This design comes from an exercise in tuning for small area and a short achievable clock period on the open sky130 flow, not from production work. In this exercise RTL edits were held to simulation tests only and were not proved equivalent to the original. No activity file was given, so power comes from the tool's default toggle rates.

==> flow/design.v, too long to show whole: its modules and the start of the top module <==
// module fox_cond: 31 lines
// module fox_dec: 99 lines
// module fox_alu: 171 lines
// module fox_add24: 112 lines
// module fox_xu: 179 lines
// module fox_mac: 1201 lines
// module fox_add72: 432 lines
module fox_xu (
    input  wire        clk,
    input  wire        rst,           
    input  wire        in_valid,
    input  wire [47:0] in_word,
    output reg         wa_en,
    output reg  [3:0]  wa_idx,
    output reg  [23:0] wa_data,
    output reg         wb_en,
    output reg  [3:0]  wb_idx,
    output reg  [23:0] wb_data,
    output reg         trap,
    output reg  [1:0]  trap_cause,    
    output reg  [4:0]  flg,           
    output reg  [71:0] acc            
);
  // ...
==> flow/flow/run.sh <==
#!/bin/bash
# Layout flow: the standard ORFS flow (standard.sh) from synthesis to the
# final layout, at the design's clock period and constraints, with two
# changes to how the layout is made:
#  - timing repair after placement, CTS and global routing aims for extra
#    setup slack (SETUP_SLACK_MARGIN), so the layout runs faster than the
#    clock period requires;
#  - the input and output port buffers are buf_4 cells.
# The output of each step is in orfs/logs; make's own output in make.log.
set -euo pipefail
cd "$(dirname "$0")/.."
bash standard.sh finish SETUP_SLACK_MARGIN=11 \
    "BUFFER_PORTS_ARGS=-buffer_cell sky130_fd_sc_hd__buf_4" > make.log 2>&1
==> flow/standard.sh <==
#!/bin/bash
# synth_recipe.tcl (not shown) runs the flow's synth.tcl, then flattens the netlist and writes it again
# the make line also repeats each setting of config.mk as NAME=value (left out here)
make -C /OpenROAD-flow-scripts/flow DESIGN_CONFIG=/design/flow/config.mk WORK_HOME=/design/flow/orfs CLKGATE_MAP_FILE= SYNTH_SCRIPT=/design/flow/synth_recipe.tcl "${@:-finish}"
==> flow/config.mk <==
export PLATFORM = sky130hd
export DESIGN_NAME = fox_xu
export DESIGN_NICKNAME = fox_xu
export VERILOG_FILES = /design/flow/design.v
export SDC_FILE = /design/flow/constraint.sdc
export NUM_CORES = 4
export LEC_CHECK = 0
export CAP_MARGIN = 20
export CELL_PAD_IN_SITES_DETAIL_PLACEMENT = 1
export CELL_PAD_IN_SITES_GLOBAL_PLACEMENT = 2
export CORE_MARGIN = 2
export CORE_UTILIZATION = 30
export PLACE_DENSITY = 0.5
export SLEW_MARGIN = 20
==> flow/constraint.sdc <==
create_clock -name core_clock -period 21.0 [get_ports {clk}]
set_input_delay 4.2000 -clock core_clock [delete_from_list [all_inputs] [get_ports {clk}]]
set_output_delay 4.2000 -clock core_clock [all_outputs]
set_load 0.01 [all_outputs]
==> flow_summary.json, run 1 <==
{
  "synth_top_area_share_pct": 16.7,
  "cp_top_family": "simple AND/OR/NAND/NOR gates",
  "path_common_cell": "buf_16",
  "setup.worst_path.class": "in -> reg",
  "dominant_cells": "multi-input gates",
  "synth_top_family_by_area": "compound AO/OA/AOI/OAI gates",
  "final-nonclk-buf-share_pct": 14.2,
  "grt_first_pass_wirelength_mm": 890,
  "status": "complete, but fails checks",
  "final_nets": 11200,
  "whs_ns": 0.471,
  "path_buf_inv": 11,
  "yosysMostFrequentCell": "nand2_1",
  "p_comb_share_pct": 72.3,
  "drt_pre_antenna_iters": 13,
  "seq_area_frac_synth_pct": 16.7,
  "syn_area_sq_um": 77600,
  "peakVddDrop_v": 0.000329,
  "drv_cap": 1,
  "async_flop_share_pct": 0,
  "top_register": "w",
  "grt_pass1_vias": 95400,
  "synthXorXnorAreaFrac_pct": 6.30,
  "crit_start": "in_word[3]",
  "so_faults": "max-capacitance violations",
  "intPower_w": 0.00556,
  "syn_nets": 10800,
  "start_util_pct": 30.2,
  "worst_pin_slew_ns": 1.48,
  "seqPwrFrac_pct": 12.9,
  "yosys.area_share.simple_pct": 17.8,
  "antenna_left": 0,
  "synthToLayoutAreaGrowth_pct": 30.5,
  "n_fill_cell": 29800,
  "grtUsageTotal_pct": 49.3,
  "power_leakage_nw": 39.2,
  "place_ws_ns": 7.03,
  "drive_above_1_share_pct": 23.0,
  "final_core_util_pct": 39.4,
  "drc": 0,
  "cts_buffers": 91,
  "cts_tree": "built",
  "seq-cell-share_pct": 12.8
}
==> run 2: changes to the inputs <==
--- a/flow/flow/run.sh
+++ b/flow/flow/run.sh
@@ -11,3 +11,3 @@
 cd "$(dirname "$0")/.."
-bash standard.sh finish SETUP_SLACK_MARGIN=11 \
+bash standard.sh finish SETUP_SLACK_MARGIN=10 \
     "BUFFER_PORTS_ARGS=-buffer_cell sky130_fd_sc_hd__buf_4" > make.log 2>&1
--- a/flow/config.mk
+++ b/flow/config.mk
@@ -7,3 +7,3 @@
 export LEC_CHECK = 0
-export CAP_MARGIN = 20
+export CAP_MARGIN = 35
 export CELL_PAD_IN_SITES_DETAIL_PLACEMENT = 1
@@ -13,2 +13,2 @@
 export PLACE_DENSITY = 0.5
-export SLEW_MARGIN = 20
+export SLEW_MARGIN = 30
==> run 2 against run 1 <==
Against the previous run:
- now clean on timing, DRC and antenna
- sequential cell count did not move
- register-to-register slack lost 0.55 ns
- via count decreased by 4.7%
- power shrank 0.77%
- global-route usage decreased by 0.29 points
- largest cell class unchanged
- highest routed layer unchanged
==> flow_summary.json, run 2 <==
{
  "status": "no timing/DRC/antenna violations",
  "io_pins": 189,
  "synth_area_per_cell_sq_um": 7.59,
  "use_met1_pct": 63.4,
  "clock-root-buffer": "clkbuf_16",
  "wl_mm": 675,
  "power_leakage_nw": 35.6,
  "required_ns": 21.62,
  "core_area_sq_um": 257000,
  "crit_start": "in_word[29]",
  "crit_path_end": "w[263]$_DFF_P_",
  "crit_path_max_fanout": 34,
  "grt_pass1_vias": 93700,
  "hold_viol": 0,
  "rsz0062_at_grt": "no",
  "syn_inst": 10200,
  "cts_tree": "built",
  "reg2reg_from": "m1_k[0]$_SDFF_PN0_",
  "regToRegEndpoint": "m2_r[71]$_DFF_P_",
  "final_cell_mix": "nand2_1, buf_4, o21ai_0, nor2_1, dfxtp_1",
  "clk_latency_ns": 0.84,
  "rows": 186,
  "fin_cells": 13800,
  "yosysMostFrequentCell": "nand2_1",
  "slowest_stage": "o221ai_1",
  "grtUsageTotal_pct": 49.0,
  "synthToLayoutAreaGrowth_pct": 18.6,
  "cts.sinks": 647,
  "path_buf_inv": 8,
  "layout_commonest_cell": "nand2_1",
  "synth_edf_count": 0,
  "drv_cap": 0,
  "clk_pin_slew_worst_paths_ns": 0.07,
  "numPortBuffers": 188,
  "dieHeight_um": 512,
  "finalWorstPathRequiredPeriod_ns": 11.18,
  "antenna_left": 0,
  "drv_slew": 0,
  "clockBufferDepth": 3,
  "h-tree-depth": 3,
  "met2_usage_pct": 64.3,
  "path_common_cell": "buf_4",
  "synth_cell_type_count": 132,
  "worst_pin_slew_ns": 1.20,
  "ys_seq_elements": 647,
  "largest_reg_flops": 384,
  "min_path_type": "reg -> reg",
  "grt_first_pass_wirelength_mm": 882,
  "start_kind": "input pin",
  "antenna_found_initial": 111,
  "hold_path_startpoint": "m2_r[49]$_DFF_P_",
  "top_register": "w",
  "vias": 100000,
  "synth_top_area_cell": "dfxtp_1",
  "drt_iter0_markers": 17800,
  "grt_max_degree": 83,
  "top_usage_layer": "met2",
  "syn_nets": 10800,
  "final_nets": 10800,
  "drive_above_1_share_pct": 16.9,
  "synth_commonest_cells": "nand2_1, clkbuf_1, nor2_1",
  "synth-main-ff-cell": "dfxtp_1",
  "fin_skew_ns": 0.0821,
  "fp.dieW_um": 512,
  "relSlewSlack_pct": 19.5,
  "cp_top_family": "compound AO/OA/AOI/OAI gates",
  "peakVddDrop_v": 0.000429,
  "drc": 0,
  "top_regs": "w (384), acc (72), m2_r (72)",
  "max_freq_mhz": 89.5,
  "r2r_cells": 34,
  "dpl_cell_area_sq_um": 85900,
  "cp.depth": 26,
  "max_stage_delay_ns": 0.67,
  "timing.final.crit_share_pct": 53.2,
  "cts_buffers": 89,
  "drt_pre_antenna_iters": 11,
  "whs_ns": 0.476,
  "start_util_pct": 30.2,
  "hpwl_mm": 485,
  "die-area_sq_um": 263000,
  "r2r_slack_ns": 10.81,
  "routabilityCongestion": 1.11,
  "cp-end-kind": "register",
  "setup.worst_path.class": "in -> reg",
  "setup_viol": 0,
  "seq_area_frac_synth_pct": 16.7,
  "syn_area_sq_um": 77600,
  "synth_top_area_share_pct": 16.7,
  "grt_overflow": 0,
  "synth_warnings": 7,
  "postCtsHoldBufs": 0,
  "viasPerCell": 7.28,
  "dp_cells": 13400,
  "met3_usage_pct": 24.7,
  "power_density_nw_per_um2": 126,
  "async_flop_share_pct": 0,
  "wl_per_cell_um": 49.0,
  "setup-tns-final_ns": 0,
  "synthTopCellsByArea": "dfxtp_1, fa_1, a22oi_1",
  "design_area_sq_um": 92000,
  "critPathArrivalTime_ns": 11.79
}
==> run 2: cell count changes in the layout (fill, tap and decap cells not counted), moves of 23 or more <==
cell	before	now
buf_6	114	61
buf_4	886	749
o221ai_1	91	217
nor2_4	36	11
o221ai_2	132	13
clkbuf_16	145	94
buf_16	38	15
buf_12	140	36
diode_2	175	107
a21oi_1	603	634
a21oi_2	37	14
==> run 2: worst min path at each step <==
stage | endpoint | slack (ns) | cells after the start
3_3_place_gp | acc[50]$_SDFFE_PP0P_ | 0.45 | 2
6_report | acc[49]$_SDFFE_PP0P_ | 0.48 | 2
4_1_cts | acc[49]$_SDFFE_PP0P_ | 0.47 | 2
3_5_place_dp | acc[49]$_SDFFE_PP0P_ | 0.46 | 2
2_1_floorplan | m2_v$_SDFF_PP0_ | 0.41 | 1
5_1_grt | acc[49]$_SDFFE_PP0P_ | 0.49 | 2
==> run 2: cell type report <==
cell class | count | area [sq um]
clock buffer | 116 | 2470
antenna | 107 | 268
timing repair buffer | 923 | 8360
multi-input combinational | 8071 | 61200
inverter | 489 | 1870
fill | 30500 | 165000
tap | 3384 | 4230
sequential | 647 | 13000
clock inverter | 47 | 621
==> run 2: kinds of logic (layout without fill, tap and decap cells) <==
family	count (synthesis)	after routing	share of synthesized area, %
compound gates	3597	3597	32.7
simple gates	2875	2875	17.8
buf+inv	1504	1575	7.88
flops	647	647	16.7
xor+xnor	557	557	6.30
fa+ha+maj	543	543	11.9
mux	499	499	6.74
other cells	0	107	0
==> run 2: per-stage QoR <==
step | worst slack, ns | power (W) | utilization, %
floorplan | 10.02 | 0.00645 | -
global placement | 5.48 | 0.00932 | 33.1
detailed placement | 5.59 | 0.00952 | 33.4
CTS | 10.00 | 0.0113 | 35.2
global route | 9.93 | 0.0123 | 35.7
finish | 9.82 | 0.0116 | 35.8
==> run 2: metal layers <==
metal,routed length [um],part of all wire [%],up-vias
li1,-,-,38000
met1,271000,40,51100
met2,252000,37,8910
met3,102000,15,2274
met4,48200,7.1,87
met5,1220,0.18,-
==> run 2: timing repair <==
item / CTS / global route
gates resized for setup: 187 / 164
setup buffers: 41 / 44
cloned: 6 / 5
pin swaps: 28 / 23
endpoints found under the setup margin: 437 / 435
==> run 2: tightest hold or removal path, delay by kind of cell (launching register included) <==
kind / cells / cell delay, ns
AND/OR/NAND/NOR: 1 / 0.06
AO/OA/AOI/OAI: 1 / 0.05
flip-flops: 1 / 0.31
==> run 2: where the power goes <==
part | internal [W] | switching (W) | leakage, nW
logic | 0.00293 | 0.00549 | 28.8
clock network | 0.000928 | 0.000771 | 1.48
registers | 0.00144 | 0.0000716 | 5.25

==> static timing again, ports no longer ideal <==
Ports are ideal in the flow. The routed layouts listed here were re-timed in OpenROAD.
Step 1: set_driving_cell puts a clkbuf_16 on clk and a buf_2 on each other input, an assumption about the parent block.
Step 2, shift: input delay + t, output delay - t, t = (earliest + latest rising clock arrival at the registers) / 2. This alone moves slack from input paths to output paths.
a / b / c = no drivers / after step 1 / after step 2; a / b = the first two.
run | t (ns) | setup WS [ns] | worst hold slack (ns) | worst setup path after step 2
run 1 | 0.905 | 10.650 / 10.417 / 9.512 | 0.471 / 0.471 / 0.471 | input to register
run 2 | 0.901 | 9.825 / 9.821 / 8.919 | 0.476 / 0.476 / 0.476 | input to register
For run 1, which loses most, drivers alone change the setup slack by -0.233 ns; drivers and shift together by -1.138 ns.
